Source: an optimization exercise on an open RTL-to-GDS flow (aim: small area and a short achievable clock period). Production flows keep margins and buffers that such runs may drop.
Only simulation tests tie the RTL to the original design; equivalence was not proved.
Power figures rest on the tool's default switching activity, not on a simulated workload.

// noc_flit_rx
module noc_flit_rx (
    input  wire         clk,
    input  wire         rst,           
    input  wire         in_valid,
    input  wire         in_head,       
    input  wire [255:0] in_flit,
    input  wire [9:0]   in_chk,
    output wire         out_valid,
    output wire         out_head,
    output wire [255:0] out_flit,
    output wire [9:0]   out_chk,
    output wire         out_poison,
    output reg  [31:0]  err_ce,        
    output reg  [31:0]  err_ue         
);
For scale: roughly 1900 cells after synthesis, about 370 flip-flops.
clock: 9.0 ns
lec_check: 0
abc_clock_period_in_ps: 7000
cap_margin: 20
core_margin: 2
core_utilization: 60
cts_buf_list: sky130_fd_sc_hd__clkbuf_16
cts_cluster_diameter: 80
cts_cluster_size: 30
setup_slack_margin: 5
slew_margin: 20
standard.sh (not shown) runs the stock make flow with config.mk's settings and CLKGATE_MAP_FILE= SYNTH_SCRIPT=/design/flow/synth_recipe.tcl, a recipe that flattens the netlist after the stock synthesis.
==> flow/flow/run.sh <==
#!/bin/bash
# The standard layout (standard.sh), with two changes:
#  - the port buffers are the smallest buffer cell (buf_1) instead of the
#    slow clkdlybuf4s50_1 that buffer_ports picks by default;
#  - the 3-input XOR cells are added to the don't-use list, so the syndrome
#    tree maps to 2-input XORs, which are faster here.
set -euo pipefail
DU="$(make -s -C "$FLOW_HOME" DESIGN_CONFIG="$PWD/config.mk" WORK_HOME="$PWD/orfs" print-DONT_USE_CELLS 2> print.log | sed -n 's/^DONT_USE_CELLS: //p')"
echo "platform don't-use list: $DU" > run.log
for c in xor3_1 xor3_2 xor3_4 xnor3_1 xnor3_2 xnor3_4; do DU="$DU sky130_fd_sc_hd__$c"; done
bash standard.sh DONT_USE_CELLS="$DU" BUFFER_PORTS_ARGS="-buffer_cell sky130_fd_sc_hd__buf_1" finish > standard.log 2>&1
Rerun with:
CTS_CLUSTER_DIAMETER = 72   (was 80)
CTS_CLUSTER_SIZE = 27   (was 30)
Power went up by 4.2%. Register-to-register slack is worse by 40 ps. Cell area went up by about 1.4%. Non-clock buffer count went up by 11. Synthesized area stays the same. Wire length went up by about 0.5%.
Rerun with:
CORE_UTILIZATION = 64   (was 60)
CTS_CLUSTER_DIAMETER = 80   (was 72)
CTS_CLUSTER_SIZE = 30   (was 27)
=> Maximum frequency increases slightly. Utilization increases by 4.3 points. Worst setup slack gains 26 ps. Via count increases slightly. Routed wire length decreases slightly. Total power decreases by a few percent. Cell area decreases slightly. Synthesized area stays the same. First-iteration DRC count increases by a quarter to a third. Global-route usage increases by 1.6 points. Final cell count decreases slightly.
Rerun with:
CORE_UTILIZATION = 60   (was 64)
CTS_CLUSTER_DIAMETER = 65   (was 80)
CTS_CLUSTER_SIZE = 24   (was 30)
TNS_END_PERCENT = 10   (was default)
After rerunning: The new run went through all stages and came out clean. Non-clock buffer count decreases by 9. Setup slack gets worse by 33 ps. Via count drops by 1.2%. Core utilization fell by 4.0 points. Clock-buffer cell count goes up by 14.


noc_flit_rx, a different RTL version from the one above (not shown whole).
For scale: about 370 flip-flops, about 600 I/O pins.
==> flow/config.mk <==
export PLATFORM = sky130hd
export DESIGN_NAME = noc_flit_rx
export DESIGN_NICKNAME = noc_flit_rx
export VERILOG_FILES = /design/flow/design.v
export SDC_FILE = /design/flow/constraint.sdc
export NUM_CORES = 4
export LEC_CHECK = 0
export ABC_CLOCK_PERIOD_IN_PS = 7000
export CAP_MARGIN = 20
export CORE_MARGIN = 2
export CORE_UTILIZATION = 64
export CTS_BUF_LIST = sky130_fd_sc_hd__clkbuf_16
export CTS_CLUSTER_DIAMETER = 65
export CTS_CLUSTER_SIZE = 24
export SETUP_SLACK_MARGIN = 5
export SLEW_MARGIN = 20
==> flow/constraint.sdc <==
create_clock -name core_clock -period 9.0 [get_ports {clk}]
set_input_delay 1.8000 -clock core_clock [delete_from_list [all_inputs] [get_ports {clk}]]
set_output_delay 1.8000 -clock core_clock [all_outputs]
set_load 0.01 [all_outputs]
Scripts as last shown in full above: flow/flow/run.sh
==> next run, changes <==
- CORE_UTILIZATION: 64 -> 60
- CTS_CLUSTER_DIAMETER: 65 -> 80
- CTS_CLUSTER_SIZE: 24 -> 30
The new run finished with timing, DRC and antenna clean.
Utilization came out lower by 7.4 points.
Routed wire length came out lower by a few percent.
Non-clock buffer count came out higher by 11.
Design area came out lower slightly.
Via count came out lower by a few percent.


noc_flit_rx with an RTL version that a note above also has.
Size: about 18000 µm² of cells after synthesis.
Design noc_flit_rx, start of the top module:
module noc_flit_rx (
    input  wire         clk,
    input  wire         rst,           
    input  wire         in_valid,
    input  wire         in_head,       
    input  wire [255:0] in_flit,
    input  wire [9:0]   in_chk,
    output wire         out_valid,
    output wire         out_head,
    output wire [255:0] out_flit,
    output wire [9:0]   out_chk,
    output wire         out_poison,
    output reg  [31:0]  err_ce,        
    output reg  [31:0]  err_ue         
);
==> flow/config.mk <==
export PLATFORM = sky130hd
export DESIGN_NAME = noc_flit_rx
export DESIGN_NICKNAME = noc_flit_rx
export VERILOG_FILES = /design/flow/design.v
export SDC_FILE = /design/flow/constraint.sdc
export NUM_CORES = 4
export LEC_CHECK = 0
export ABC_CLOCK_PERIOD_IN_PS = 7000
export CAP_MARGIN = 20
export CORE_MARGIN = 2
export CORE_UTILIZATION = 60
export CTS_BUF_LIST = sky130_fd_sc_hd__clkbuf_16
export CTS_CLUSTER_DIAMETER = 65
export CTS_CLUSTER_SIZE = 24
export SETUP_SLACK_MARGIN = 5
export SLEW_MARGIN = 20
==> flow/constraint.sdc <==
create_clock -name core_clock -period 9.0 [get_ports {clk}]
set_input_delay 1.8000 -clock core_clock [delete_from_list [all_inputs] [get_ports {clk}]]
set_output_delay 1.8000 -clock core_clock [all_outputs]
set_load 0.01 [all_outputs]
Scripts as last shown in full above: flow/flow/run.sh
Then changed:
--- a/flow/config.mk
+++ b/flow/config.mk
@@ -13,2 +13,2 @@
-export CTS_CLUSTER_DIAMETER = 65
-export CTS_CLUSTER_SIZE = 24
+export CTS_CLUSTER_DIAMETER = 80
+export CTS_CLUSTER_SIZE = 30
@@ -16,0 +17 @@
+export TNS_END_PERCENT = 10
Power increases slightly.
Cell count falls slightly.
Utilization came out lower by 1.1 points.
Critical path depth goes down by 9.
Clock skew hardly moves.
Register-to-register slack hardly moves.


Another version of the RTL of noc_flit_rx (not shown whole).
Size in the first run: ~360 flip-flops, roughly 600 I/O pins, ~0.018 sq mm of cells after synthesis.
export LEC_CHECK = 0
export ABC_CLOCK_PERIOD_IN_PS = 7000
export CAP_MARGIN = 20
export CORE_MARGIN = 2
export CORE_UTILIZATION = 30
export SETUP_SLACK_MARGIN = 0.2
export SLEW_MARGIN = 20
create_clock -name core_clock -period 9.0 [get_ports {clk}]
Scripts as last shown in full above: flow/flow/run.sh
Next try:
Settings changed: SETUP_SLACK_MARGIN 0.2 to 4.5.
Outcome:
- sequential power stays flat
- power came out higher by 2.8%
- worst hold slack stays flat
- core utilization rises by 0.69 points
- fmax came out higher by 14%
- cell area grows by 1.8%


RTL: one of the versions met above, not the one the previous note started from.
Size: ~1900 cells after synthesis, about 0.018 mm^2 of cells after synthesis.
Settings: LEC_CHECK=0, ABC_CLOCK_PERIOD_IN_PS=7000, CAP_MARGIN=20, CORE_MARGIN=2, CORE_UTILIZATION=60, CTS_BUF_LIST=sky130_fd_sc_hd__clkbuf_8, CTS_CLUSTER_SIZE=30, SETUP_SLACK_MARGIN=5, SLEW_MARGIN=20; clock period 9.0 ns.
Scripts as last shown in full above: flow/flow/run.sh
The starting point went through all stages and came out clean.
Then changed:
CORE_UTILIZATION = 64   (was 60)
CTS_BUF_LIST = sky130_fd_sc_hd__clkbuf_16   (was sky130_fd_sc_hd__clkbuf_8)
CTS_CLUSTER_DIAMETER = 65   (was unset)
CTS_CLUSTER_SIZE = 24   (was 30)
Result:
- The new run passed the timing, DRC and antenna checks
- worst setup slack gains 21 ps
- first-iteration DRC count grows by 40%
- via count grows by 0.73%
- sequential power barely changes
- global-route usage grows by 2.1 points
- worst hold slack gains 22 ps

what the ideal ports hide:
The results above use ideal ports. As a check the final layouts listed here were re-extracted and re-timed, cells and wires unchanged. Step 1: set_driving_cell puts a clkbuf_16 on clk and a buf_2 on each other input, an assumption about the parent block. Step 2, shift: input delay + t, output delay - t, t = (earliest + latest rising clock arrival at the registers) / 2. This alone moves slack from input paths to output paths. Slacks: ideal / step 1 / step 2; pairs: ideal / step 1.
| run | shift t [ns] | setup WS [ns] | worst setup path at the end | worst register clock-pin slew, ns | cell pins on the clock port's net |
|---|---|---|---|---|---|
| the first run of note 1 | 0.592 | 4.929 / 4.876 / 4.367 | input to register | 0.12 / 0.12 | 1 |
| the second run of note 1 | 0.598 | 4.943 / 4.890 / 4.385 | input to register | 0.11 / 0.11 | 1 |
| the third run of note 1 | 0.587 | 4.969 / 4.912 / 4.435 | input to register | 0.12 / 0.12 | 1 |
| the fourth run of note 1 | 0.639 | 4.935 / 4.881 / 4.323 | input to register | 0.09 / 0.09 | 1 |
| the first run of note 2 | 0.617 | 4.894 / 4.841 / 4.344 | input to register | 0.10 / 0.10 | 1 |
| the second run of note 2 | 0.585 | 4.980 / 4.926 / 4.423 | input to register | 0.12 / 0.12 | 1 |
| the first run of note 3 | 0.641 | 4.930 / 4.899 / 4.291 | input to register | 0.09 / 0.09 | 1 |
| the second run of note 3 | 0.583 | 4.921 / 4.866 / 4.357 | input to register | 0.12 / 0.12 | 1 |
| the first run of note 4 | 0.620 | 3.892 / 3.845 / 3.293 | input to register | 0.07 / 0.07 | 1 |
| the second run of note 4 | 0.620 | 4.503 / 4.525 / 3.905 | input to register | 0.07 / 0.07 | 1 |
| the first run of note 5 | 0.671 | 4.963 / 4.943 / 4.318 | input to register | 0.07 / 0.07 | 1 |
| the second run of note 5 | 0.635 | 4.984 / 4.929 / 4.394 | input to register | 0.09 / 0.09 | 1 |
After both steps setup and hold are still met in every run listed. The setup slack of the first run of note 5, which loses most, moves by -0.020 ns with the drivers and by -0.645 ns with both steps.
